Background: an optimization exercise with open tools, aiming at small area, a short achievable clock period and few clock cycles per item. Do not read the settings as production practice. Function was checked by simulation only, so behaviour that the tests miss may differ from the original.

--- flow/run.sh ---
#!/bin/bash
# synth_recipe.tcl (not shown) runs the flow's synth.tcl, then flattens the netlist and writes it again
# the make line also repeats each setting of config.mk as NAME=value (left out here)
make -C /OpenROAD-flow-scripts/flow DESIGN_CONFIG=/design/flow/config.mk WORK_HOME=/design/flow/orfs CLKGATE_MAP_FILE= SYNTH_SCRIPT=/design/flow/synth_recipe.tcl finish
--- flow/constraint.sdc ---
create_clock -name core_clock -period 10.0 [get_ports {clk}]
set_input_delay 2.0000 -clock core_clock [delete_from_list [all_inputs] [get_ports {clk}]]
set_output_delay 2.0000 -clock core_clock [all_outputs]
set_load 0.01 [all_outputs]
--- flow/config.mk ---
export PLATFORM = sky130hd
export DESIGN_NAME = ldg_chain
export DESIGN_NICKNAME = ldg_chain
export VERILOG_FILES = /design/flow/design.v
export SDC_FILE = /design/flow/constraint.sdc
export NUM_CORES = 4
export LEC_CHECK = 0
export CAP_MARGIN = 20
export CORE_MARGIN = 2
export CORE_UTILIZATION = 55
export PLACE_DENSITY = 0.65
export SETUP_SLACK_MARGIN = 5
export SLEW_MARGIN = 20
--- flow/design.v ---
module ldg_chain (
    input  wire         clk,
    input  wire         rst,         
    input  wire         in_valid,
    output wire         in_ready,
    input  wire [1:0]   in_op,       
    input  wire [143:0] in_data,     
    output wire         out_valid,
    input  wire         out_ready,
    output wire [255:0] out_entry    
);
    localparam [1:0] OP_APPEND  = 2'd0;
    localparam [1:0] OP_WORN    = 2'd1;
    localparam [1:0] OP_GENESIS = 2'd2;
    localparam [31:0] IV0 = 32'h6a09e667, IV1 = 32'hbb67ae85, IV2 = 32'h3c6ef372,
                      IV3 = 32'ha54ff53a, IV4 = 32'h510e527f, IV5 = 32'h9b05688c,
                      IV6 = 32'h1f83d9ab, IV7 = 32'h5be0cd19;
    function [31:0] rotr(input [31:0] x, input integer n);
        rotr = (x >> n) | (x << (32 - n));
    endfunction
    function [31:0] add_bk(input [31:0] x, input [31:0] y);
        reg [31:0] gg, pp;
        integer k, s;
        begin
            gg = x & y;
            pp = x ^ y;
            for (s = 1; s < 32; s = s * 2)
                for (k = 2*s - 1; k < 32; k = k + 2*s) begin
                    gg[k] = gg[k] | (pp[k] & gg[k-s]);
                    pp[k] = pp[k] & pp[k-s];
                end
            for (s = 8; s >= 1; s = s / 2)
                for (k = 3*s - 1; k < 32; k = k + 2*s) begin
                    gg[k] = gg[k] | (pp[k] & gg[k-s]);
                    pp[k] = pp[k] & pp[k-s];
                end
            add_bk = (x ^ y) ^ {gg[30:0], 1'b0};
        end
    endfunction
    function [63:0] csa(input [31:0] x, input [31:0] y, input [31:0] z);
        csa = {x ^ y ^ z, ((x & y) | (x & z) | (y & z)) << 1};
    endfunction
    reg         busy;        
    reg         gmode;       
    reg         pz;          
    reg         acc;         
    reg         ovalid;      
    reg         worn;        
    reg  [5:0]  rc;          
    reg  [11:0] seq;         
    reg  [31:0] a, b, c, d, e, f, g;
    reg  [31:0] hkw;         
    reg  [31:0] p [0:7];     
    reg  [31:0] q [8:15];    
    wire fin   = busy & (gmode ? (rc == 6'd23) : (rc == 6'd0));
    wire last  = fin & ~rst;
    wire ofree = ~ovalid | out_ready;
    wire idle  = ~rst & ~busy & ~acc & in_valid & ofree;
    wire start = idle & ((in_op == OP_APPEND) | (in_op == OP_GENESIS));
    wire run   = ~rst & (busy | start);
    wire take_acc = acc & in_valid;
    wire rot   = run & ~gmode & (rc >= 6'd1) & (rc <= 6'd8);    
    wire shift = run & (gmode ? (rc >= 6'd16) : (rc >= 6'd15));  
    assign in_ready  = fin | acc;
    assign out_valid = ovalid;
    assign out_entry = {4'd0, seq, {p[0][15:0], p[1], p[2], p[3], p[4], p[5], p[6], p[7]}
                                   | {240{worn}}};
    wire [31:0] S1  = rotr(e, 6) ^ rotr(e, 11) ^ rotr(e, 25);
    wire [31:0] S0  = rotr(a, 2) ^ rotr(a, 13) ^ rotr(a, 22);
    wire [31:0] ch  = (e & f) ^ (~e & g);
    wire [31:0] mj  = (a & b) ^ (a & c) ^ (b & c);
    wire [31:0] x1 = hkw ^ ch ^ mj;
    wire [31:0] y1 = {(hkw[30:0] & ch[30:0]) | (hkw[30:0] & mj[30:0]) | (ch[30:0] & mj[30:0]), 1'b0};
    wire [31:0] x2 = x1 ^ y1 ^ S1;
    wire [31:0] y2 = {(x1[30:0] & y1[30:0]) | (x1[30:0] & S1[30:0]) | (y1[30:0] & S1[30:0]), 1'b0};
    wire [31:0] x3 = x2 ^ y2 ^ S0;
    wire [31:0] y3 = {(x2[30:0] & y2[30:0]) | (x2[30:0] & S0[30:0]) | (y2[30:0] & S0[30:0]), 1'b0};
    wire [31:0] a_n = x3 + y3;
    wire [31:0] u1 = d ^ hkw ^ ch;
    wire [31:0] v1 = {(d[30:0] & hkw[30:0]) | (d[30:0] & ch[30:0]) | (hkw[30:0] & ch[30:0]), 1'b0};
    wire [31:0] u2 = u1 ^ v1 ^ S1;
    wire [31:0] v2 = {(u1[30:0] & v1[30:0]) | (u1[30:0] & S1[30:0]) | (v1[30:0] & S1[30:0]), 1'b0};
    wire [31:0] e_n = u2 + v2;
    wire [31:0] kz;
    wire kn39, kn40, kn41, kn42, kn43, kn44, kn45, kn46, kn47, kn48;
    wire kn49, kn50, kn51, kn52, kn53, kn54, kn55, kn56, kn57, kn58;
    wire kn59, kn60, kn61, kn62, kn63, kn64, kn65, kn66, kn67, kn68;
    wire kn69, kn70, kn71, kn72, kn74, kn75, kn76, kn77, kn78, kn79;
    wire kn80, kn81, kn82, kn83, kn84, kn85, kn86, kn87, kn88, kn89;
    wire kn90, kn91, kn92, kn93, kn94, kn95, kn96, kn97, kn98, kn99;
    wire kn100, kn101, kn102, kn103, kn104, kn105, kn106, kn107, kn108, kn109;
    wire kn110, kn111, kn112, kn113, kn114, kn116, kn117, kn118, kn119, kn120;
    wire kn121, kn122, kn123, kn124, kn125, kn126, kn127, kn128, kn129, kn130;
    wire kn131, kn132, kn133, kn134, kn135, kn136, kn137, kn138, kn140, kn141;
    wire kn142, kn143, kn144, kn145, kn146, kn147, kn148, kn149, kn150, kn151;
    wire kn152, kn153, kn154, kn155, kn156, kn157, kn158, kn159, kn160, kn161;
    wire kn162, kn163, kn164, kn165, kn166, kn167, kn168, kn169, kn170, kn171;
    wire kn173, kn174, kn175, kn176, kn177, kn178, kn179, kn180, kn181, kn182;
    wire kn183, kn184, kn185, kn186, kn187, kn188, kn189, kn190, kn191, kn192;
    wire kn193, kn194, kn196, kn197, kn198, kn199, kn200, kn201, kn202, kn203;
    wire kn204, kn205, kn206, kn207, kn208, kn209, kn210, kn211, kn212, kn214;
    wire kn215, kn216, kn217, kn218, kn219, kn220, kn221, kn222, kn223, kn224;
    wire kn225, kn226, kn227, kn228, kn229, kn230, kn231, kn232, kn233, kn234;
    wire kn235, kn236, kn237, kn238, kn239, kn241, kn242, kn243, kn244, kn245;
    wire kn246, kn247, kn248, kn249, kn250, kn251, kn252, kn253, kn254, kn255;
    wire kn256, kn257, kn259, kn260, kn261, kn262, kn263, kn264, kn265, kn266;
    wire kn267, kn268, kn269, kn270, kn271, kn272, kn273, kn274, kn275, kn276;
    wire kn277, kn278, kn279, kn280, kn281, kn282, kn283, kn284, kn286, kn287;
    wire kn288, kn289, kn290, kn291, kn292, kn293, kn294, kn295, kn296, kn297;
    wire kn298, kn299, kn300, kn301, kn302, kn303, kn304, kn305, kn306, kn308;
    wire kn309, kn310, kn311, kn312, kn313, kn314, kn315, kn316, kn317, kn318;
    wire kn319, kn320, kn321, kn322, kn323, kn324, kn325, kn326, kn327, kn328;
    wire kn329, kn330, kn331, kn333, kn334, kn335, kn336, kn337, kn338, kn339;
    wire kn340, kn341, kn342, kn343, kn344, kn345, kn346, kn347, kn348, kn349;
    wire kn350, kn351, kn353, kn354, kn355, kn356, kn357, kn358, kn359, kn360;
    wire kn361, kn362, kn363, kn364, kn365, kn366, kn367, kn368, kn369, kn371;
    wire kn372, kn373, kn374, kn375, kn376, kn377, kn378, kn379, kn380, kn381;
    wire kn382, kn383, kn384, kn385, kn386, kn387, kn389, kn390, kn391, kn392;
    wire kn393, kn394, kn395, kn396, kn397, kn398, kn399, kn400, kn401, kn402;
    wire kn403, kn404, kn406, kn407, kn408, kn409, kn410, kn411, kn412, kn413;
    wire kn414, kn415, kn416, kn417, kn418, kn419, kn420, kn421, kn422, kn424;
    wire kn425, kn426, kn427, kn428, kn429, kn430, kn431, kn432, kn433, kn434;
    wire kn436, kn437, kn438, kn439, kn440, kn441, kn442, kn443, kn444, kn445;
    wire kn447, kn448, kn449, kn450, kn451, kn452, kn453, kn454, kn455, kn456;
    wire kn457, kn458, kn459, kn460, kn461, kn462, kn463, kn464, kn465, kn467;
    wire kn468, kn469, kn470, kn471, kn472, kn473, kn474, kn475, kn476, kn477;
    wire kn478, kn479, kn480, kn481, kn482, kn483, kn485, kn486, kn487, kn488;
    wire kn489, kn490, kn491, kn492, kn493, kn494, kn495, kn496, kn497, kn498;
    wire kn499, kn501, kn502, kn503, kn504, kn505, kn506, kn507, kn508, kn509;
    wire kn510, kn511, kn512, kn513, kn515, kn516, kn517, kn518, kn519, kn520;
    wire kn521, kn522, kn523, kn524, kn525, kn526, kn527, kn528, kn529, kn530;
    wire kn532, kn533, kn534, kn535, kn536, kn537, kn538, kn539, kn540, kn541;
    wire kn542, kn543, kn545, kn546, kn547, kn548, kn549, kn550, kn551, kn552;
    wire kn553, kn554, kn555, kn556, kn557, kn558, kn560, kn561, kn562, kn563;
    wire kn564, kn565, kn566, kn567, kn569, kn570, kn571, kn572, kn573, kn574;
    wire kn575, kn576, kn577, kn578, kn579, kn580, kn581, kn583, kn584, kn585;
    wire kn586, kn587, kn588, kn589, kn590, kn591, kn592, kn593, kn594, kn596;
    wire kn597, kn598, kn599, kn600, kn601, kn602, kn603, kn604, kn605, kn606;
    wire kn607, kn608, kn610, kn611, kn612, kn613, kn614, kn615, kn616, kn617;
    wire kn618, kn619, kn621, kn622, kn623, kn624, kn625, kn626, kn627, kn628;
    wire kn629, kn630, kn631, kn633, kn634, kn635, kn636, kn637, kn638, kn639;
    wire kn640, kn641, kn642;
    assign kn39 = rc[4] & ~rc[2];
    assign kn40 = ~rc[5] & rc[1];
    assign kn41 = ~rc[3] & kn40;
    assign kn42 = ~rc[5] & ~rc[2];
    assign kn43 = ~kn41 & kn42;
    assign kn44 = ~rc[5] & ~rc[1];
    assign kn45 = ~rc[2] & ~rc[0];
    assign kn46 = kn44 & kn45;
    assign kn47 = kn43 & ~kn46;
    assign kn48 = ~rc[3] & ~rc[1];
    assign kn49 = rc[4] & rc[1];
    assign kn50 = ~rc[5] & kn49;
    assign kn51 = ~kn48 & ~kn50;
    assign kn52 = ~kn47 & kn51;
    assign kn53 = ~kn39 & ~kn52;
    assign kn54 = rc[5] & kn39;
    assign kn55 = ~rc[1] & kn54;
    assign kn56 = rc[4] & ~rc[3];
    assign kn57 = rc[1] & kn56;
    assign kn58 = ~rc[4] & ~rc[2];
    assign kn59 = rc[5] & ~rc[3];
    assign kn60 = kn58 & kn59;
    assign kn61 = ~kn57 & ~kn60;
    assign kn62 = ~kn55 & kn61;
    assign kn63 = rc[5] & rc[0];
    assign kn64 = rc[1] & kn63;
    assign kn65 = rc[3] & rc[2];
    assign kn66 = kn64 & kn65;
    assign kn67 = rc[2] & ~rc[0];
    assign kn68 = ~rc[4] & ~rc[1];
    assign kn69 = kn67 & kn68;
    assign kn70 = ~rc[5] & kn69;
    assign kn71 = ~kn66 & ~kn70;
    assign kn72 = kn62 & kn71;
    assign kz[31] = ~kn53 & kn72;
    assign kn74 = ~kn39 & ~kn45;
    assign kn75 = ~rc[2] & rc[1];
    assign kn76 = kn74 & kn75;
    assign kn77 = rc[2] & rc[1];
    assign kn78 = kn56 & kn77;
    assign kn79 = ~rc[4] & rc[2];
    assign kn80 = rc[5] & ~rc[1];
    assign kn81 = kn79 & kn80;
    assign kn82 = ~kn78 & ~kn81;
    assign kn83 = ~kn76 & kn82;
    assign kn84 = rc[3] & ~rc[0];
    assign kn85 = ~kn39 & kn44;
    assign kn86 = kn84 & kn85;
    assign kn87 = ~rc[0] & ~kn39;
    assign kn88 = ~rc[3] & kn44;
    assign kn89 = ~kn87 & kn88;
    assign kn90 = rc[5] & rc[2];
    assign kn91 = ~kn84 & kn90;
    assign kn92 = rc[5] & rc[1];
    assign kn93 = ~rc[4] & kn92;
    assign kn94 = ~kn91 & kn93;
    assign kn95 = ~kn89 & ~kn94;
    assign kn96 = ~kn86 & kn95;
    assign kn97 = kn83 & kn96;
    assign kn98 = rc[5] & rc[3];
    assign kn99 = kn39 & ~kn98;
    assign kn100 = rc[2] & rc[0];
    assign kn101 = ~rc[5] & rc[4];
    assign kn102 = ~rc[1] & kn101;
    assign kn103 = kn100 & kn102;
    assign kn104 = ~kn55 & ~kn103;
    assign kn105 = ~kn99 & ~kn104;
    assign kn106 = rc[3] & rc[0];
    assign kn107 = kn79 & kn106;
    assign kn108 = ~rc[1] & rc[0];
    assign kn109 = kn56 & kn108;
    assign kn110 = ~kn107 & ~kn109;
    assign kn111 = rc[2] & ~kn68;
    assign kn112 = ~kn110 & kn111;
    assign kn113 = ~kn92 & kn112;
    assign kn114 = ~kn105 & ~kn113;
    assign kz[30] = ~kn97 | ~kn114;
    assign kn116 = ~rc[0] & kn101;
    assign kn117 = ~kn80 & kn99;
    assign kn118 = ~kn116 & kn117;
    assign kn119 = ~rc[2] & kn89;
    assign kn120 = rc[4] & ~kn48;
    assign kn121 = ~kn75 & kn120;
    assign kn122 = kn63 & kn121;
    assign kn123 = ~kn119 & ~kn122;
    assign kn124 = ~kn118 & kn123;
    assign kn125 = rc[4] & ~rc[0];
    assign kn126 = ~rc[3] & kn125;
    assign kn127 = ~kn106 & ~kn126;
    assign kn128 = ~kn67 & kn127;
    assign kn129 = kn40 & kn128;
    assign kn130 = kn48 & kn67;
    assign kn131 = ~kn70 & ~kn130;
    assign kn132 = ~kn56 & ~kn65;
    assign kn133 = kn80 & kn132;
    assign kn134 = rc[3] & kn92;
    assign kn135 = kn67 & kn134;
    assign kn136 = ~kn133 & ~kn135;
    assign kn137 = kn131 & kn136;
    assign kn138 = ~kn129 & kn137;
    assign kz[29] = ~kn124 | ~kn138;
    assign kn140 = rc[5] & kn68;
    assign kn141 = ~rc[3] & ~rc[0];
    assign kn142 = kn44 & kn141;
    assign kn143 = ~kn140 & ~kn142;
    assign kn144 = ~rc[2] & ~kn143;
    assign kn145 = ~rc[5] & ~rc[4];
    assign kn146 = rc[2] & kn145;
    assign kn147 = kn106 & kn146;
    assign kn148 = ~kn45 & ~kn100;
    assign kn149 = kn102 & kn148;
    assign kn150 = ~kn147 & ~kn149;
    assign kn151 = ~kn144 & kn150;
    assign kn152 = rc[4] & rc[2];
    assign kn153 = ~kn40 & ~kn152;
    assign kn154 = rc[2] & kn40;
    assign kn155 = ~rc[3] & rc[0];
    assign kn156 = ~kn154 & kn155;
    assign kn157 = ~kn153 & kn156;
    assign kn158 = kn63 & kn152;
    assign kn159 = kn100 & kn145;
    assign kn160 = ~kn158 & ~kn159;
    assign kn161 = ~kn44 & ~kn92;
    assign kn162 = ~kn160 & kn161;
    assign kn163 = ~kn157 & ~kn162;
    assign kn164 = kn151 & kn163;
    assign kn165 = ~rc[4] & kn84;
    assign kn166 = ~kn98 & ~kn165;
    assign kn167 = ~kn126 & kn166;
    assign kn168 = kn87 & ~kn145;
    assign kn169 = kn167 & kn168;
    assign kn170 = kn75 & ~kn167;
    assign kn171 = ~kn169 & ~kn170;
    assign kz[28] = kn164 & kn171;
    assign kn173 = kn45 & kn92;
    assign kn174 = ~rc[4] & kn173;
    assign kn175 = ~rc[1] & ~kn42;
    assign kn176 = ~kn140 & kn175;
    assign kn177 = ~kn174 & ~kn176;
    assign kn178 = ~rc[3] & ~kn177;
    assign kn179 = ~rc[4] & kn155;
    assign kn180 = ~kn126 & ~kn179;
    assign kn181 = kn79 & kn84;
    assign kn182 = kn180 & ~kn181;
    assign kn183 = kn40 & ~kn182;
    assign kn184 = rc[3] & kn44;
    assign kn185 = ~kn106 & ~kn184;
    assign kn186 = ~kn74 & ~kn185;
    assign kn187 = ~rc[2] & ~rc[1];
    assign kn188 = rc[0] & ~kn145;
    assign kn189 = kn187 & kn188;
    assign kn190 = kn49 & kn90;
    assign kn191 = ~kn106 & kn190;
    assign kn192 = ~kn189 & ~kn191;
    assign kn193 = ~kn186 & kn192;
    assign kn194 = ~kn183 & kn193;
    assign kz[27] = kn178 | ~kn194;
    assign kn196 = ~rc[0] & kn80;
    assign kn197 = ~kn132 & kn196;
    assign kn198 = kn106 & kn187;
    assign kn199 = kn42 & kn84;
    assign kn200 = rc[4] & kn199;
    assign kn201 = ~kn198 & ~kn200;
    assign kn202 = ~kn197 & kn201;
    assign kn203 = rc[2] & kn155;
    assign kn204 = rc[4] & ~kn203;
    assign kn205 = kn44 & ~kn204;
    assign kn206 = kn58 & kn84;
    assign kn207 = ~kn145 & ~kn206;
    assign kn208 = ~kn42 & ~kn207;
    assign kn209 = ~kn91 & ~kn179;
    assign kn210 = rc[1] & ~kn209;
    assign kn211 = ~kn208 & ~kn210;
    assign kn212 = ~kn205 & kn211;
    assign kz[26] = kn202 & kn212;
    assign kn214 = ~rc[4] & kn67;
    assign kn215 = ~kn203 & ~kn214;
    assign kn216 = kn40 & ~kn215;
    assign kn217 = rc[5] & ~kn141;
    assign kn218 = ~kn108 & kn217;
    assign kn219 = rc[0] & kn184;
    assign kn220 = ~kn218 & ~kn219;
    assign kn221 = kn58 & ~kn220;
    assign kn222 = ~kn216 & ~kn221;
    assign kn223 = kn40 & kn186;
    assign kn224 = ~rc[0] & kn152;
    assign kn225 = kn92 & kn224;
    assign kn226 = rc[2] & kn84;
    assign kn227 = ~rc[5] & kn226;
    assign kn228 = ~kn109 & ~kn227;
    assign kn229 = ~kn225 & kn228;
    assign kn230 = ~rc[0] & ~kn58;
    assign kn231 = ~kn79 & kn106;
    assign kn232 = kn80 & ~kn231;
    assign kn233 = ~kn230 & kn232;
    assign kn234 = ~kn39 & ~kn100;
    assign kn235 = rc[1] & ~kn234;
    assign kn236 = ~kn180 & kn235;
    assign kn237 = ~kn233 & ~kn236;
    assign kn238 = kn229 & kn237;
    assign kn239 = ~kn223 & kn238;
    assign kz[25] = ~kn222 | ~kn239;
    assign kn241 = rc[0] & kn43;
    assign kn242 = ~rc[3] & kn92;
    assign kn243 = kn67 & kn242;
    assign kn244 = ~kn198 & ~kn243;
    assign kn245 = kn241 & kn244;
    assign kn246 = ~kn76 & ~kn130;
    assign kn247 = ~rc[5] & ~kn75;
    assign kn248 = kn141 & ~kn247;
    assign kn249 = ~rc[5] & kn179;
    assign kn250 = ~kn248 & ~kn249;
    assign kn251 = kn246 & kn250;
    assign kn252 = rc[3] & kn103;
    assign kn253 = ~rc[4] & ~kn108;
    assign kn254 = kn161 & kn253;
    assign kn255 = kn65 & kn254;
    assign kn256 = ~kn252 & ~kn255;
    assign kn257 = kn251 & kn256;
    assign kz[24] = kn245 | ~kn257;
    assign kn259 = kn65 & kn101;
    assign kn260 = ~rc[2] & kn106;
    assign kn261 = ~kn203 & ~kn260;
    assign kn262 = ~kn259 & kn261;
    assign kn263 = kn44 & ~kn262;
    assign kn264 = rc[3] & ~kn92;
    assign kn265 = rc[2] & kn264;
    assign kn266 = ~kn263 & ~kn265;
    assign kn267 = ~rc[4] & ~kn266;
    assign kn268 = ~kn64 & ~kn98;
    assign kn269 = ~kn88 & kn268;
    assign kn270 = kn39 & ~kn269;
    assign kn271 = ~kn80 & ~kn224;
    assign kn272 = ~kn45 & kn80;
    assign kn273 = ~kn271 & ~kn272;
    assign kn274 = ~kn243 & ~kn273;
    assign kn275 = ~kn270 & kn274;
    assign kn276 = kn41 & ~kn79;
    assign kn277 = ~kn118 & kn276;
    assign kn278 = rc[5] & kn109;
    assign kn279 = kn80 & kn84;
    assign kn280 = ~kn184 & ~kn279;
    assign kn281 = ~kn278 & kn280;
    assign kn282 = rc[2] & ~kn281;
    assign kn283 = ~kn277 & ~kn282;
    assign kn284 = kn275 & kn283;
    assign kz[23] = kn267 | ~kn284;
    assign kn286 = rc[0] & kn40;
    assign kn287 = ~rc[4] & kn286;
    assign kn288 = ~kn60 & ~kn287;
    assign kn289 = kn41 & kn67;
    assign kn290 = kn68 & kn84;
    assign kn291 = ~kn289 & ~kn290;
    assign kn292 = ~rc[2] & kn155;
    assign kn293 = kn68 & kn98;
    assign kn294 = ~kn196 & ~kn293;
    assign kn295 = ~kn292 & kn294;
    assign kn296 = kn291 & kn295;
    assign kn297 = kn288 & kn296;
    assign kn298 = kn90 & kn165;
    assign kn299 = ~kn252 & ~kn298;
    assign kn300 = kn152 & kn242;
    assign kn301 = kn77 & kn106;
    assign kn302 = ~rc[5] & kn301;
    assign kn303 = ~kn187 & ~kn199;
    assign kn304 = ~kn302 & kn303;
    assign kn305 = ~kn300 & kn304;
    assign kn306 = kn299 & kn305;
    assign kz[22] = kn297 & kn306;
    assign kn308 = kn84 & kn154;
    assign kn309 = ~rc[4] & kn130;
    assign kn310 = ~kn308 & ~kn309;
    assign kn311 = rc[3] & ~kn54;
    assign kn312 = ~kn49 & kn59;
    assign kn313 = kn45 & ~kn312;
    assign kn314 = ~kn311 & kn313;
    assign kn315 = ~rc[2] & kn44;
    assign kn316 = ~kn90 & ~kn315;
    assign kn317 = rc[4] & rc[3];
    assign kn318 = ~rc[0] & ~kn317;
    assign kn319 = ~kn316 & kn318;
    assign kn320 = ~kn314 & ~kn319;
    assign kn321 = kn310 & kn320;
    assign kn322 = kn80 & kn292;
    assign kn323 = ~kn106 & ~kn322;
    assign kn324 = kn68 & ~kn323;
    assign kn325 = rc[3] & kn286;
    assign kn326 = ~kn50 & ~kn325;
    assign kn327 = ~rc[2] & ~kn326;
    assign kn328 = ~kn74 & kn134;
    assign kn329 = ~kn162 & ~kn328;
    assign kn330 = ~kn327 & kn329;
    assign kn331 = ~kn324 & kn330;
    assign kz[21] = kn321 & kn331;
    assign kn333 = ~kn260 & ~kn279;
    assign kn334 = ~kn39 & ~kn333;
    assign kn335 = ~kn81 & ~kn334;
    assign kn336 = ~kn98 & ~kn335;
    assign kn337 = ~kn44 & ~kn152;
    assign kn338 = kn125 & kn337;
    assign kn339 = ~rc[4] & kn46;
    assign kn340 = ~kn338 & ~kn339;
    assign kn341 = kn44 & kn224;
    assign kn342 = kn75 & kn141;
    assign kn343 = ~kn259 & ~kn342;
    assign kn344 = ~kn341 & kn343;
    assign kn345 = kn340 & kn344;
    assign kn346 = ~kn41 & ~kn98;
    assign kn347 = kn39 & ~kn346;
    assign kn348 = kn92 & ~kn179;
    assign kn349 = ~kn204 & kn348;
    assign kn350 = ~kn347 & ~kn349;
    assign kn351 = kn345 & kn350;
    assign kz[20] = ~kn336 & kn351;
    assign kn353 = ~rc[1] & ~kn45;
    assign kn354 = ~kn45 & ~kn126;
    assign kn355 = kn40 & ~kn354;
    assign kn356 = ~kn75 & kn312;
    assign kn357 = ~kn355 & ~kn356;
    assign kn358 = ~kn353 & ~kn357;
    assign kn359 = ~kn81 & ~kn108;
    assign kn360 = ~kn84 & ~kn317;
    assign kn361 = ~kn359 & ~kn360;
    assign kn362 = ~rc[2] & ~kn106;
    assign kn363 = kn145 & kn362;
    assign kn364 = kn39 & kn63;
    assign kn365 = kn48 & kn145;
    assign kn366 = ~kn364 & ~kn365;
    assign kn367 = ~kn363 & kn366;
    assign kn368 = ~kn361 & kn367;
    assign kn369 = ~kn263 & kn368;
    assign kz[19] = ~kn358 & kn369;
    assign kn371 = ~kn214 & ~kn292;
    assign kn372 = ~rc[5] & ~kn371;
    assign kn373 = ~kn181 & ~kn272;
    assign kn374 = kn359 & ~kn373;
    assign kn375 = kn104 & ~kn374;
    assign kn376 = ~kn372 & kn375;
    assign kn377 = ~kn106 & ~kn217;
    assign kn378 = ~kn288 & kn377;
    assign kn379 = kn44 & kn100;
    assign kn380 = ~kn76 & ~kn379;
    assign kn381 = rc[3] & ~kn380;
    assign kn382 = kn92 & kn260;
    assign kn383 = kn84 & kn187;
    assign kn384 = ~kn300 & ~kn383;
    assign kn385 = ~kn382 & kn384;
    assign kn386 = ~kn381 & kn385;
    assign kn387 = ~kn378 & kn386;
    assign kz[18] = ~kn376 | ~kn387;
    assign kn389 = kn125 & ~kn187;
    assign kn390 = ~kn161 & kn389;
    assign kn391 = kn48 & kn152;
    assign kn392 = ~rc[5] & kn203;
    assign kn393 = ~kn391 & ~kn392;
    assign kn394 = ~kn390 & kn393;
    assign kn395 = ~kn198 & ~kn286;
    assign kn396 = rc[4] & ~kn395;
    assign kn397 = kn63 & kn265;
    assign kn398 = ~kn396 & ~kn397;
    assign kn399 = kn394 & kn398;
    assign kn400 = ~kn75 & ~kn339;
    assign kn401 = kn360 & ~kn400;
    assign kn402 = ~kn44 & ~kn98;
    assign kn403 = ~kn167 & kn402;
    assign kn404 = ~kn401 & ~kn403;
    assign kz[17] = kn399 & kn404;
    assign kn406 = kn140 & ~kn155;
    assign kn407 = kn326 & ~kn406;
    assign kn408 = ~kn148 & ~kn407;
    assign kn409 = rc[5] & kn198;
    assign kn410 = kn187 & ~kn377;
    assign kn411 = ~kn409 & kn410;
    assign kn412 = kn41 & kn214;
    assign kn413 = ~kn292 & ~kn317;
    assign kn414 = ~kn145 & ~kn190;
    assign kn415 = ~kn413 & ~kn414;
    assign kn416 = ~kn412 & ~kn415;
    assign kn417 = kn44 & ~kn180;
    assign kn418 = ~kn158 & ~kn230;
    assign kn419 = ~kn360 & kn418;
    assign kn420 = ~kn417 & ~kn419;
    assign kn421 = kn416 & kn420;
    assign kn422 = ~kn411 & kn421;
    assign kz[16] = kn408 | ~kn422;
    assign kn424 = ~kn196 & ~kn219;
    assign kn425 = ~kn234 & ~kn424;
    assign kn426 = ~kn243 & ~kn276;
    assign kn427 = kn49 & kn292;
    assign kn428 = kn141 & kn146;
    assign kn429 = ~kn427 & ~kn428;
    assign kn430 = kn426 & kn429;
    assign kn431 = ~kn206 & ~kn279;
    assign kn432 = ~kn225 & kn431;
    assign kn433 = ~kn112 & kn432;
    assign kn434 = kn430 & kn433;
    assign kz[15] = kn425 | ~kn434;
    assign kn436 = ~kn122 & ~kn241;
    assign kn437 = kn51 & kn248;
    assign kn438 = ~kn334 & ~kn437;
    assign kn439 = kn436 & kn438;
    assign kn440 = ~kn99 & ~kn214;
    assign kn441 = ~rc[1] & ~kn440;
    assign kn442 = ~kn287 & ~kn441;
    assign kn443 = ~kn173 & ~kn308;
    assign kn444 = rc[4] & ~kn443;
    assign kn445 = kn442 & ~kn444;
    assign kz[14] = ~kn439 | ~kn445;
    assign kn447 = ~kn84 & ~kn155;
    assign kn448 = kn49 & ~kn100;
    assign kn449 = ~kn447 & kn448;
    assign kn450 = kn40 & kn224;
    assign kn451 = ~kn148 & kn242;
    assign kn452 = ~kn450 & ~kn451;
    assign kn453 = ~kn449 & kn452;
    assign kn454 = ~kn342 & ~kn383;
    assign kn455 = ~rc[4] & ~kn454;
    assign kn456 = kn88 & kn125;
    assign kn457 = ~kn325 & ~kn456;
    assign kn458 = ~kn455 & kn457;
    assign kn459 = ~kn98 & ~kn140;
    assign kn460 = kn67 & ~kn459;
    assign kn461 = ~kn80 & ~kn107;
    assign kn462 = ~kn81 & ~kn196;
    assign kn463 = ~kn461 & kn462;
    assign kn464 = ~kn460 & ~kn463;
    assign kn465 = kn458 & kn464;
    assign kz[13] = ~kn453 | ~kn465;
    assign kn467 = kn42 & kn447;
    assign kn468 = rc[1] & kn467;
    assign kn469 = kn106 & ~kn414;
    assign kn470 = ~kn159 & ~kn287;
    assign kn471 = ~kn469 & kn470;
    assign kn472 = ~kn468 & kn471;
    assign kn473 = kn39 & kn184;
    assign kn474 = rc[5] & kn49;
    assign kn475 = ~kn473 & ~kn474;
    assign kn476 = kn362 & ~kn475;
    assign kn477 = kn152 & kn279;
    assign kn478 = ~kn161 & kn181;
    assign kn479 = kn81 & kn141;
    assign kn480 = ~kn478 & ~kn479;
    assign kn481 = ~kn477 & kn480;
    assign kn482 = ~kn381 & kn481;
    assign kn483 = ~kn476 & kn482;
    assign kz[12] = ~kn472 | ~kn483;
    assign kn485 = ~kn179 & ~kn317;
    assign kn486 = ~rc[1] & ~kn485;
    assign kn487 = kn101 & kn155;
    assign kn488 = rc[5] & ~kn127;
    assign kn489 = ~kn487 & ~kn488;
    assign kn490 = ~kn486 & kn489;
    assign kn491 = ~rc[2] & ~kn490;
    assign kn492 = ~kn84 & ~kn214;
    assign kn493 = kn40 & ~kn492;
    assign kn494 = ~kn107 & ~kn365;
    assign kn495 = ~kn379 & kn494;
    assign kn496 = rc[1] & kn226;
    assign kn497 = ~kn479 & ~kn496;
    assign kn498 = kn495 & kn497;
    assign kn499 = ~kn493 & kn498;
    assign kz[11] = ~kn491 & kn499;
    assign kn501 = kn75 & kn346;
    assign kn502 = ~kn64 & ~kn130;
    assign kn503 = kn152 & ~kn502;
    assign kn504 = ~kn397 & ~kn503;
    assign kn505 = ~kn501 & kn504;
    assign kn506 = rc[0] & kn293;
    assign kn507 = kn99 & kn108;
    assign kn508 = rc[0] & ~kn79;
    assign kn509 = kn88 & kn508;
    assign kn510 = ~kn507 & ~kn509;
    assign kn511 = ~kn506 & kn510;
    assign kn512 = ~kn236 & ~kn374;
    assign kn513 = kn511 & kn512;
    assign kz[10] = ~kn505 | ~kn513;
    assign kn515 = ~kn126 & ~kn152;
    assign kn516 = ~kn206 & kn515;
    assign kn517 = kn92 & ~kn516;
    assign kn518 = ~kn49 & ~kn68;
    assign kn519 = kn186 & ~kn518;
    assign kn520 = ~kn198 & kn310;
    assign kn521 = ~kn519 & kn520;
    assign kn522 = ~kn517 & kn521;
    assign kn523 = kn230 & kn264;
    assign kn524 = kn442 & kn523;
    assign kn525 = kn487 & kn507;
    assign kn526 = kn100 & kn232;
    assign kn527 = ~rc[3] & kn254;
    assign kn528 = ~kn526 & ~kn527;
    assign kn529 = ~kn525 & kn528;
    assign kn530 = ~kn524 & kn529;
    assign kz[9] = ~kn522 | ~kn530;
    assign kn532 = kn39 & ~kn220;
    assign kn533 = kn45 & kn68;
    assign kn534 = ~kn293 & ~kn391;
    assign kn535 = ~kn533 & kn534;
    assign kn536 = ~kn100 & kn365;
    assign kn537 = ~kn278 & ~kn536;
    assign kn538 = kn535 & kn537;
    assign kn539 = rc[0] & ~kn49;
    assign kn540 = ~kn126 & ~kn539;
    assign kn541 = kn90 & ~kn540;
    assign kn542 = ~kn216 & ~kn541;
    assign kn543 = kn538 & kn542;
    assign kz[8] = ~kn532 & kn543;
    assign kn545 = kn64 & kn317;
    assign kn546 = ~kn278 & ~kn545;
    assign kn547 = ~kn60 & ~kn154;
    assign kn548 = ~kn413 & ~kn547;
    assign kn549 = ~kn54 & ~kn85;
    assign kn550 = kn141 & ~kn549;
    assign kn551 = ~kn548 & ~kn550;
    assign kn552 = kn546 & kn551;
    assign kn553 = ~kn69 & ~kn301;
    assign kn554 = ~kn328 & kn553;
    assign kn555 = ~kn473 & ~kn506;
    assign kn556 = kn554 & kn555;
    assign kn557 = kn244 & ~kn252;
    assign kn558 = kn556 & kn557;
    assign kz[7] = kn552 & kn558;
    assign kn560 = kn69 & ~kn98;
    assign kn561 = ~kn174 & ~kn409;
    assign kn562 = ~kn560 & kn561;
    assign kn563 = ~kn116 & ~kn301;
    assign kn564 = ~kn342 & kn563;
    assign kn565 = ~kn121 & kn160;
    assign kn566 = kn564 & kn565;
    assign kn567 = kn326 & kn566;
    assign kz[6] = ~kn562 | ~kn567;
    assign kn569 = kn44 & kn362;
    assign kn570 = kn546 & ~kn569;
    assign kn571 = ~rc[2] & kn141;
    assign kn572 = ~kn92 & ~kn571;
    assign kn573 = ~kn348 & ~kn572;
    assign kn574 = ~kn141 & ~kn198;
    assign kn575 = ~kn518 & ~kn574;
    assign kn576 = ~kn573 & ~kn575;
    assign kn577 = kn570 & kn576;
    assign kn578 = ~kn39 & kn261;
    assign kn579 = kn40 & ~kn578;
    assign kn580 = kn299 & ~kn444;
    assign kn581 = ~kn579 & kn580;
    assign kz[5] = kn577 & kn581;
    assign kn583 = ~kn42 & ~kn79;
    assign kn584 = kn128 & kn583;
    assign kn585 = ~kn206 & ~kn584;
    assign kn586 = rc[1] & ~kn585;
    assign kn587 = ~kn66 & ~kn450;
    assign kn588 = ~kn159 & ~kn197;
    assign kn589 = kn84 & ~kn337;
    assign kn590 = ~kn67 & ~kn155;
    assign kn591 = kn68 & ~kn590;
    assign kn592 = ~kn589 & ~kn591;
    assign kn593 = kn588 & kn592;
    assign kn594 = kn587 & kn593;
    assign kz[4] = kn586 | ~kn594;
    assign kn596 = ~rc[4] & ~kn222;
    assign kn597 = kn79 & kn98;
    assign kn598 = ~kn196 & ~kn597;
    assign kn599 = ~kn569 & kn598;
    assign kn600 = ~kn165 & ~kn279;
    assign kn601 = ~kn599 & kn600;
    assign kn602 = ~kn101 & kn447;
    assign kn603 = ~kn572 & ~kn602;
    assign kn604 = ~kn227 & ~kn259;
    assign kn605 = ~kn249 & ~kn325;
    assign kn606 = kn604 & kn605;
    assign kn607 = ~kn603 & kn606;
    assign kn608 = ~kn601 & kn607;
    assign kz[3] = ~kn596 & kn608;
    assign kn610 = ~kn64 & ~kn116;
    assign kn611 = rc[3] & ~kn610;
    assign kn612 = rc[4] & kn203;
    assign kn613 = ~kn46 & ~kn365;
    assign kn614 = ~kn612 & kn613;
    assign kn615 = ~kn611 & kn614;
    assign kn616 = kn58 & ~kn377;
    assign kn617 = ~kn152 & kn447;
    assign kn618 = kn272 & ~kn617;
    assign kn619 = ~kn616 & ~kn618;
    assign kz[2] = kn615 & kn619;
    assign kn621 = ~kn249 & ~kn597;
    assign kn622 = kn291 & kn621;
    assign kn623 = ~kn173 & ~kn322;
    assign kn624 = kn587 & kn623;
    assign kn625 = kn622 & kn624;
    assign kn626 = ~kn196 & ~kn235;
    assign kn627 = ~rc[4] & ~kn626;
    assign kn628 = rc[1] & kn39;
    assign kn629 = ~kn467 & ~kn628;
    assign kn630 = ~kn468 & ~kn629;
    assign kn631 = ~kn627 & ~kn630;
    assign kz[1] = kn625 & kn631;
    assign kn633 = kn59 & kn214;
    assign kn634 = ~kn289 & ~kn477;
    assign kn635 = ~kn633 & kn634;
    assign kn636 = ~kn199 & ~kn487;
    assign kn637 = kn110 & kn636;
    assign kn638 = kn340 & kn637;
    assign kn639 = ~kn184 & ~kn628;
    assign kn640 = ~kn166 & ~kn639;
    assign kn641 = kn623 & ~kn640;
    assign kn642 = kn638 & kn641;
    assign kz[0] = kn635 & kn642;
    wire [31:0] p0m = p[0] & {32{~(pz | rst)}};
    wire [31:0] p1m = p[1] & {32{~pz}};
    wire [31:0] wn  = (rc <= 6'd7) ? p1m : q[15];
    wire [63:0] hc  = csa(g, kz, wn);
    wire [31:0] hkw_n = hc[63:32] + hc[31:0];
    wire [31:0] ws0 = rotr(p[1], 7) ^ rotr(p[1], 18) ^ (p[1] >> 3);
    wire [31:0] ws1 = rotr(q[14], 17) ^ rotr(q[14], 19) ^ (q[14] >> 10);
    wire [63:0] wc1 = csa(ws1, q[9], ws0);
    wire [63:0] wc2 = csa(wc1[63:32], wc1[31:0], p[0]);
    wire [31:0] wnext = wc2[63:32] + wc2[31:0];
    reg [31:0] tail;
    always @(*) begin
        case (rc)
            6'd7:  tail = {4'd0, seq, in_data[143:128]};
            6'd8:  tail = in_data[127:96];
            6'd9:  tail = in_data[95:64];
            6'd10: tail = in_data[63:32];
            6'd11: tail = in_data[31:0];
            6'd12: tail = {~gmode, 31'd0};
            6'd13: tail = 32'd0;
            6'd14: tail = {23'd0, ~gmode, ~gmode, 1'b0, ~gmode, 5'd0};    
            default: tail = wnext & {32{~gmode}};
        endcase
    end
    wire [255:0] new_entry = {4'd0, seq, in_data, a_n, add_bk(IV1, a), add_bk(IV2, b)};
    wire [255:0] p_cur = {p[0], p[1], p[2], p[3], p[4], p[5], p[6], p[7]};
    wire [255:0] p_shl = {p[1], p[2], p[3], p[4], p[5], p[6], p[7], rot ? p0m : q[8]};
    wire [255:0] p_nxt = (last & ~gmode) ? new_entry :
                         (rot | shift) ? p_shl : p_cur;
    wire [31:0] p0_nxt = (last & ~gmode) ? new_entry[255:224] :
                         shift ? p[1] : p0m;
    integer i;
    always @(posedge clk) begin
        for (i = 0; i < 8; i = i + 1)
            p[i] <= p_nxt[255 - 32*i -: 32];
        for (i = 8; i < 15; i = i + 1)
            q[i] <= q[i+1];
        q[15] <= tail;
        if (run & ~last) begin
            a   <= a_n;
            b   <= a;
            c   <= b;
            d   <= c;
            e   <= e_n;
            f   <= e;
            g   <= f;
            hkw <= hkw_n;
        end else begin
            a   <= IV0;
            b   <= IV1;
            c   <= IV2;
            d   <= IV3;
            e   <= IV4;
            f   <= IV5;
            g   <= IV6;
            hkw <= add_bk(IV7 + 32'h428a2f98, p0_nxt);
        end
        if (rst) begin
            busy   <= 1'b0;
            gmode  <= 1'b0;
            pz     <= 1'b1;
            acc    <= 1'b0;
            ovalid <= 1'b0;
            worn   <= 1'b0;
            rc     <= 6'd1;
            seq    <= 12'd0;
        end else begin
            rc   <= (run & ~last) ? rc + 6'd1 : 6'd1;
            busy <= start | (busy & ~last);
            if (start)
                gmode <= in_op[1];
            else if (last)
                gmode <= 1'b0;
            if (last)
                pz <= 1'b0;
            acc  <= idle & in_op[0];
            if (last & ~gmode) begin
                ovalid <= 1'b1;
                worn   <= 1'b0;
            end else if (take_acc & (in_op == OP_WORN)) begin
                ovalid <= 1'b1;
                worn   <= 1'b1;
            end else if (out_ready)
                ovalid <= 1'b0;
            if (last & gmode)
                seq <= 12'd0;
            else if (ovalid & out_ready)
                seq <= seq + 12'd1;
        end
    end
endmodule
==> results of run 1 <==
[final cells by class]
cell class,count,share of cell area
diodes,22,0.000958
clock buffers,111,0.0435
clock inverters,47,0.00928
inverters,369,0.0258
multi-input cells,3588,0.467
flip-flops and latches,792,0.322
well taps,1144,0.0249
repair buffers,599,0.107
[worst min-delay path by stage]
stage / to / slack, ns / cells after the start
after floorplan: q[10][0]$_DFF_P_ / 0.31 / 0
after global placement: q[11][3]$_DFF_P_ / 0.31 / 0
after detailed placement: q[11][14]$_DFF_P_ / 0.31 / 0
after CTS: q[11][10]$_DFF_P_ / 0.31 / 0
after global routing: q[9][19]$_DFF_P_ / 0.31 / 0
final: q[11][10]$_DFF_P_ / 0.29 / 0
[what timing repair did]
item / in CTS / in global routing
gates resized for setup: 237 / 147
buffers inserted: 50 / 75
pin swaps: 27 / 60
gates cloned: 14 / 4
setup endpoints to repair: 448 / 338
[metrics by stage]
step / cell area [µm²] / instances / utilization
CTS: 56200 / 6568 / 0.663
finish: 57500 / 6672 / 0.678
detailed placement: 51500 / 6346 / 0.608
floorplan: 47000 / 5083 / -
global placement: 51500 / 6346 / 0.608
global route: 57400 / 6654 / 0.678
[critical path, cell delays in order, from the launching register on]
cell and delay (ns):
dfxtp_4 0.42, buf_12 0.22, ha_4 0.18, buf_12 0.17, inv_1 0.11, nor2_2 0.34, a21oi_1 0.11, o21ai_1 0.26
a2111oi_4 0.14, fa_1 0.50, inv_1 0.04, ha_1 0.33, o21a_1 0.20, o31a_1 0.14, o31ai_4 0.25, a31oi_4 0.14
a211oi_2 0.28, buf_4 0.18, o21ai_4 0.06, a221o_1 0.36, a21oi_2 0.18, xor2_1 0.19, a21oi_1 0.09
[cell usage after synthesis, types with 16 or more instances]
master / instances / area share
nand2_1: 842 / 0.068
dfxtp_1: 540 / 0.23
inv_1: 365 / 0.029
clkbuf_1: 290 / 0.023
xnor2_1: 288 / 0.054
edfxtp_1: 252 / 0.16
fa_1: 248 / 0.11
or2_2: 243 / 0.032
a21oi_1: 241 / 0.026
o21ai_0: 234 / 0.025
nor2_1: 215 / 0.017
ha_1: 190 / 0.051
xor2_1: 131 / 0.025
and3_1: 114 / 0.015
nand2b_1: 110 / 0.015
nand3_1: 89 / 0.0095
a21o_1: 59 / 0.0095
a31oi_1: 50 / 0.0067
o211ai_1: 45 / 0.0072
nor3_1: 36 / 0.0038
a22oi_1: 35 / 0.0056
a211oi_1: 32 / 0.0051
a222oi_1: 29 / 0.0062
maj3_1: 29 / 0.0062
o21a_1: 28 / 0.0045
nor3b_1: 26 / 0.0042
buf_1: 22 / 0.0018
nor2b_1: 18 / 0.0024
buf_2: 16 / 0.0017
nand4_1: 16 / 0.0021
[layout by cell type, fill, tap and decap left out, types with 18 or more instances in the layout]
cell and instances:
nand2_1 833, ha_1 157, a21o_1 59, nor3b_1 25, a22oi_1 34, clkdlybuf4s50_1 398, xnor2_1 281, diode_2 22
a222oi_1 29, nand3_1 89, o21a_1 28, buf_4 152, buf_12 18, maj3_1 23, clkbuf_16 94, o21ai_1 25
inv_1 357, o21ai_0 194, xor2_1 124, a31oi_1 45, nor3_1 32, and3_1 111, dfxtp_2 35, a211oi_1 25
fa_1 245, o211ai_1 45, or2_2 243, nor2_1 197, dfxtp_1 488, edfxtp_1 252, nand2b_1 108, a21oi_1 229
[cell families (layout without fill, tap and decap cells)]
kind of cell	count (synthesis)	after routing	synth area share
muxes	22	22	0.00505
buffers and inverters	707	1126	0.0582
xor gates and xnor gates	419	419	0.0784
and+or+nand+nor	1771	1775	0.179
DFF	792	792	0.393
AOI/OAI and AO/OA	901	901	0.124
adders and majority gates	467	467	0.163
other	1	26	0.0000801
[metal layers]
metal / vias to the layer above / track usage / share of wire
li1: 17700 / - / -
met1: 20300 / 0.602 / 0.36
met2: 3605 / 0.659 / 0.41
met3: 893 / 0.191 / 0.16
met4: 30 / 0.257 / 0.072
met5: - / 0 / 0.0013
==> out/results.txt, run 1 <==
status -> complete, no violations
fraction of layout cells with a size suffix above 1 -> 0.158
Post-synth EDFFs -> 252
Synth cell types -> 98
CTS root buffer -> clkbuf_16
starting density of the core -> 0.552
Worst Hold Slack -> 0.289 ns
CP required -> 10.51 ns
dpl ws -> 3.31 ns
Die ar. -> 87500 µm²
CTS Hold Bufs -> 0
clk sinks -> 792
register area -> 18500 µm²
clk_skew -> 0.0905 ns
DRC Markers -> 0
Routed WL per cell -> 31.6 µm
drt initial violations -> 6658
fillers -> 6765
largest registers -> p (256), q (256)
fin nets -> 6023
Final Setup Violations -> 0
clk buf depth -> 3
CTS tree -> yes
Seq/Total Area, Yosys -> 0.393
clock latency on the worst-skew pair -> 0.71 ns
row count -> 107
RR Startpoint -> rc[3]$_SDFF_PP0_
Routed WL -> 211000 µm
R2R depth -> 22
number of CTS-inserted buffers -> 85
max-slew violation count -> 0
register bit total from synthesis -> 792
WS Path Type -> reg2reg
worst path arrival time -> 5.58 ns
vias in the first global route -> 38900
min-delay src -> q[12][10]$_DFF_P_
Fin Setup TNS -> 0 ns
final worst path period share -> 0.507
core area -> 84700 µm²
Synth Flop Type -> dfxtp_1
via count -> 42500
min-delay worst type -> reg2reg
Synth async-reset ratio -> 0
clk slew on worst S/H paths -> 0.07 ns
final worst setup slack -> 4.93 ns
CP endpoint -> hkw[29]$_DFF_P_
H-tree depth -> 3
Critical Path Start -> rc[3]$_SDFF_PP0_
IO buf count -> 403
RSZ-0062 raised after global routing -> yes
grt total ovfl -> 0
worst-margin pin slew -> 1.20 ns
fmax -> 197 MHz
pin count of the biggest net entering global routing -> 146
Total GRT Usage -> 0.466
Syn Inst Count -> 5080
Mapped Area -> 46800 µm²
Die W -> 296 µm
critical path launch point type -> register
endpoints failing hold -> 0
global-route wire length before repair -> 286000 µm
Post-DP HPWL -> 155000 µm
I/O Pins -> 408
end of the worst register-to-register path -> hkw[29]$_DFF_P_
initial antenna violation count -> 30
Max Cap Violations -> 0
minimum clock period -> 5.07 ns
die span in y -> 296 µm
routed vias/inst -> 6.38
Yosys warning total -> 3
crit path capture type -> register
DRT antenna net count -> 0
multi-input logic area -> 26800 µm²
drt pass-1 iters -> 9
Avg Inst Size Synth -> 9.22 µm²
RD Place Congestion -> 1.13
R2R Setup Slk -> 4.93 ns
Area Overhead vs Synth -> 22.7%
worst rel slew slack -> 0.195
Worst Path Max Fanout -> 31
Testbench counts, summed over its fixed seeds: cycles 24,768, items 384.
==> inputs of run 2 (changes only) <==
--- a/flow/design.v
+++ b/flow/design.v
@@ -71,14 +71,8 @@
     wire [31:0] mj  = (a & b) ^ (a & c) ^ (b & c);
-    wire [31:0] x1 = hkw ^ ch ^ mj;
-    wire [31:0] y1 = {(hkw[30:0] & ch[30:0]) | (hkw[30:0] & mj[30:0]) | (ch[30:0] & mj[30:0]), 1'b0};
-    wire [31:0] x2 = x1 ^ y1 ^ S1;
-    wire [31:0] y2 = {(x1[30:0] & y1[30:0]) | (x1[30:0] & S1[30:0]) | (y1[30:0] & S1[30:0]), 1'b0};
-    wire [31:0] x3 = x2 ^ y2 ^ S0;
-    wire [31:0] y3 = {(x2[30:0] & y2[30:0]) | (x2[30:0] & S0[30:0]) | (y2[30:0] & S0[30:0]), 1'b0};
-    wire [31:0] a_n = x3 + y3;
-    wire [31:0] u1 = d ^ hkw ^ ch;
-    wire [31:0] v1 = {(d[30:0] & hkw[30:0]) | (d[30:0] & ch[30:0]) | (hkw[30:0] & ch[30:0]), 1'b0};
-    wire [31:0] u2 = u1 ^ v1 ^ S1;
-    wire [31:0] v2 = {(u1[30:0] & v1[30:0]) | (u1[30:0] & S1[30:0]) | (v1[30:0] & S1[30:0]), 1'b0};
-    wire [31:0] e_n = u2 + v2;
+    wire [63:0] t1c = csa(hkw, ch, S1);
+    wire [63:0] ec  = csa(t1c[63:32], t1c[31:0], d);
+    wire [31:0] e_n = ec[63:32] + ec[31:0];
+    wire [63:0] ac1 = csa(t1c[63:32], t1c[31:0], mj);
+    wire [63:0] ac2 = csa(ac1[63:32], ac1[31:0], S0);
+    wire [31:0] a_n = ac2[63:32] + ac2[31:0];
     wire [31:0] kz;
==> flow/flow/run.sh (new file) <==
#!/bin/bash
# Own layout flow: the standard flow (standard.sh, unchanged synthesis and
# steps), except that the port buffers that global placement inserts on every
# input and output are the smallest plain buffer (buf_1) instead of the
# buffer that buffer_ports picks by itself (clkdlybuf4s50_1, 2.7x the area).
# make's full output goes to flow_make.log in the work folder; each ORFS step
# also writes its own log under orfs/logs/.
set -euo pipefail
export BUFFER_PORTS_ARGS="-buffer_cell sky130_fd_sc_hd__buf_1"
bash standard.sh finish > flow_make.log 2>&1
test -f out/final.def
==> flow/standard.sh (new file) <==
#!/bin/bash
# synth_recipe.tcl (not shown) runs the flow's synth.tcl, then flattens the netlist and writes it again
# the make line also repeats each setting of config.mk as NAME=value (left out here)
make -C /OpenROAD-flow-scripts/flow DESIGN_CONFIG=/design/flow/config.mk WORK_HOME=/design/flow/orfs CLKGATE_MAP_FILE= SYNTH_SCRIPT=/design/flow/synth_recipe.tcl "${@:-finish}"
removed: flow/run.sh
==> run 2 against run 1 <==
Routed wire length fell by 3.2%. Sequential cell count stayed put. Area after synthesis shrank 2.0%. Clock skew fell by 0.063 ns. Clock-buffer cell count down 1. Final area is 5.8% lower. First-iteration DRC count down 1.7%. Cell count shrank 2.8%. Global-route usage shrank 0.50 points. Fmax decreased by 0.98%. Sequential share of layout area is 2.0 points higher.
==> out/results.txt, run 2 <==
Post-Layout Cell Count -> 6483 (-2.8%)
routed vias/inst -> 6.38 (+0.12%)
commonest non-fill, non-tap cell in the layout -> nand2_1
Routed WL per cell -> 31.5 µm (-0.35%)
Synth cell types -> 90 (-8.2%)
DRT antenna net count -> 0 (unchanged)
via count -> 41400 (-2.7%)
initial antenna violation count -> 17 (-43%)
core area -> 82400 µm² (-2.8%)
largest registers -> p (256), q (256)
Worst Path Max Fanout -> 3 (-90%)
CP required -> 10.36 ns (-0.15 ns)
CP peak stage delay -> 0.65 ns (+0.15 ns)
clock latency on the worst-skew pair -> 0.67 ns (-0.04 ns)
min-delay worst type -> reg2reg
clk buf depth -> 3 (unchanged)
number of CTS-inserted buffers -> 85 (unchanged)
WS Path Type -> reg2reg
share of Yosys cell area claimed by the top area cell type -> 0.236 (+0.00481)
critical path launch point type -> register
most frequent cell after synthesis -> nand2_1
fin nets -> 5886 (-2.3%)
Worst Hold Slack -> 0.311 ns (+0.0221 ns)
pin count of the biggest net entering global routing -> 121 (-17%)
largest cells by area after synthesis -> dfxtp_1, edfxtp_1, fa_1
I/O Pins -> 408 (unchanged)
Avg Inst Size Synth -> 9.22 µm² (about the same)
clk_skew -> 0.0275 ns (-0.0630 ns)
Synth async-reset ratio -> 0 (unchanged)
fillers -> 6787 (+0.33%)
commonest cells in the netlist -> nand2_1, dfxtp_1, xnor2_1
min-delay src -> q[13][15]$_DFF_P_
Syn Inst Count -> 4974 (-2.1%)
Fin Setup TNS -> 0 ns (unchanged)
worst-margin pin slew -> 1.31 ns (+0.107 ns)
worst rel slew slack -> 0.126 (-0.0689)
fraction of layout cells with a size suffix above 1 -> 0.168 (+0.0105)
Final Setup Violations -> 0 (unchanged)
Die W -> 293 µm (-1.0%)
row count -> 105 (-1.9%)
delay-heaviest family, CP -> adder cells
Area Overhead vs Synth -> 18.1%
Seq/Total Area, Yosys -> 0.401 (+0.00818)
register bit total from synthesis -> 792 (unchanged)
H-tree depth -> 3 (unchanged)
global-route wire length before repair -> 280000 µm (-1.9%)
Mapped Area -> 45900 µm² (-2.0%)
Inst Count DP -> 6175 (-2.7%)
Buffers & Inverters on Critical Path -> 3 (-2)
max-slew violation count -> 0 (unchanged)
drt pass-1 iters -> 7 (-2)
Die ar. -> 85700 µm² (-2.0%)
CTS root buffer -> clkbuf_16
vias in the first global route -> 38600 (-0.78%)
R2R Setup Slk -> 4.88 ns (-0.05 ns)
area leader, netlist -> dfxtp_1
DRC Markers -> 0 (unchanged)
clk sinks -> 792 (unchanged)
CTS tree -> yes
Post-synth EDFFs -> 252 (unchanged)
Critical-path top delay cell -> fa_2
Routed WL -> 204000 µm (-3.2%)
endpoints failing hold -> 0 (unchanged)
Post-DP HPWL -> 148000 µm (-4.3%)
RD Place Congestion -> 1.08 (-4.8%)
fmax -> 195 MHz (-0.98%)
final worst path period share -> 0.512 (+0.00504)
clk slew on worst S/H paths -> 0.06 ns (about the same)
RR Startpoint -> e[4]$_SDFF_PN1_
end of the worst register-to-register path -> p[5][26]$_DFFE_PP_
crit path capture type -> register
Critical Path Start -> e[4]$_SDFF_PN1_
worst path arrival time -> 5.48 ns (-0.10 ns)
Max Cap Violations -> 0 (unchanged)
Yosys warning total -> 3 (unchanged)
grt total ovfl -> 0 (unchanged)
Total GRT Usage -> 0.461 (-0.00501)
Hold Path End -> q[12][15]$_DFF_P_
Synth Flop Type -> dfxtp_1
R2R depth -> 19 (-14%)
drt initial violations -> 6548 (-1.7%)
Hold Path Depth -> 0 (unchanged)
die span in y -> 293 µm (-1.0%)
RSZ-0062 raised after global routing -> yes
IO buf count -> 403 (unchanged)
status -> complete, no violations
CP cell instances -> xnor2_4, xnor2_2, fa_2, inv_2, fa_1, inv_2, fa_2, ha_4, and2_4, a221o_1, a221oi_2, a21boi_2, a21oi_4, buf_4, o21ai_0, o21ai_1, nand2b_1, xnor2_2, o21ai_0
minimum clock period -> 5.12 ns (+0.0504 ns)
starting density of the core -> 0.557 (+0.00431)
commonest non-fill, non-tap cells in the layout -> nand2_1, dfxtp_1, buf_1
run 2: worst max-delay path by stage:
stage / endpoint / slack [ns] / cells after the start
after global placement: hkw[30]$_DFF_P_ / 3.40 / 21
after detailed placement: hkw[30]$_DFF_P_ / 3.34 / 21
after CTS: p[5][30]$_DFFE_PP_ / 4.74 / 18
final: p[5][26]$_DFFE_PP_ / 4.88 / 19
after global routing: p[5][26]$_DFFE_PP_ / 4.73 / 20
after floorplan: hkw[30]$_DFF_P_ / 4.80 / 21
run 2: what timing repair did:
item                                    in CTS  in global routing
endpoints found under the setup margin     295                141
pin swaps                                   74                 99
gates resized for setup                    280                188
setup buffers                               81                 39
hold buffers                                 0                  0
cloned                                      14                  3
run 2: cell type report:
class	count	area, µm²	area share
multi-input combinational	3570	26700	0.493
sequential	792	18500	0.341
timing repair buffer	594	3500	0.0647
clock buffer	110	2440	0.0450
tap	1070	1340	0.0247
inverter	285	1130	0.0208
clock inverter	47	534	0.00987
antenna	14	35.0	0.000647
timing repair inverter	1	16.3	0.000300
run 2: cell families after synthesis:
| group | after synthesis | synth area share |
|---|---|---|
| AOI/OAI and AO/OA | 886 | 0.125 |
| xor gates and xnor gates | 416 | 0.0794 |
| adders and majority gates | 426 | 0.151 |
| buffers and inverters | 619 | 0.0517 |
| DFF | 792 | 0.401 |
| muxes | 34 | 0.00764 |
| other | 1 | 0.0000818 |
| and+or+nand+nor | 1800 | 0.185 |
run 2: through the flow:
| stage | instance area, µm² | util | worst slack (ns) |
|---|---|---|---|
| final | 54200 | 0.657 | 4.88 |
| after detailed placement | 48000 | 0.583 | 3.34 |
| after floorplan | 46000 | - | 4.80 |
| after global placement | 48000 | 0.583 | 3.40 |
| after global routing | 54100 | 0.657 | 4.73 |
| after CTS | 53000 | 0.644 | 4.74 |
run 2: routing by layer:
layer / track usage / share of wire / vias up
met5: 0 / 0.0013 / -
met4: 0.286 / 0.080 / 18
met3: 0.143 / 0.14 / 822
met2: 0.656 / 0.41 / 3303
met1: 0.611 / 0.37 / 19800
li1: - / - / 17500
Testbench counts of run 2, summed over its fixed seeds: cycles 24,768, items 384.

==> port drivers added, routing unchanged <==
In the flow no input, the clock included, has a driving cell. The finished layouts below were timed again as built, in two steps. Step 1 sets driving cells, clkbuf_16 on the clock port and buf_2 on the other inputs (assumed; they add their load-dependent delay and slew). Step 2, shift: input delay + t, output delay - t, t = (earliest + latest rising clock arrival at the registers) / 2. This alone moves slack from input paths to output paths. Slacks: ideal / step 1 / step 2; pairs: ideal / step 1.
| run | t, ns | setup slack, ns | worst setup path at the end | clock arrival spread, ns | worst slew at a driven data input, ns |
|---|---|---|---|---|---|
| run 1 | 0.730 | 4.928 / 4.928 / 4.395 | input to register | 0.091 / 0.090 | 0.13 |
| run 2 | 0.724 | 4.878 / 4.878 / 4.320 | input to register | 0.029 / 0.029 | 0.13 |
After both steps every run listed still meets setup and hold. For run 2, which loses most, drivers alone change the setup slack by 0.000 ns; drivers and shift together by -0.558 ns.
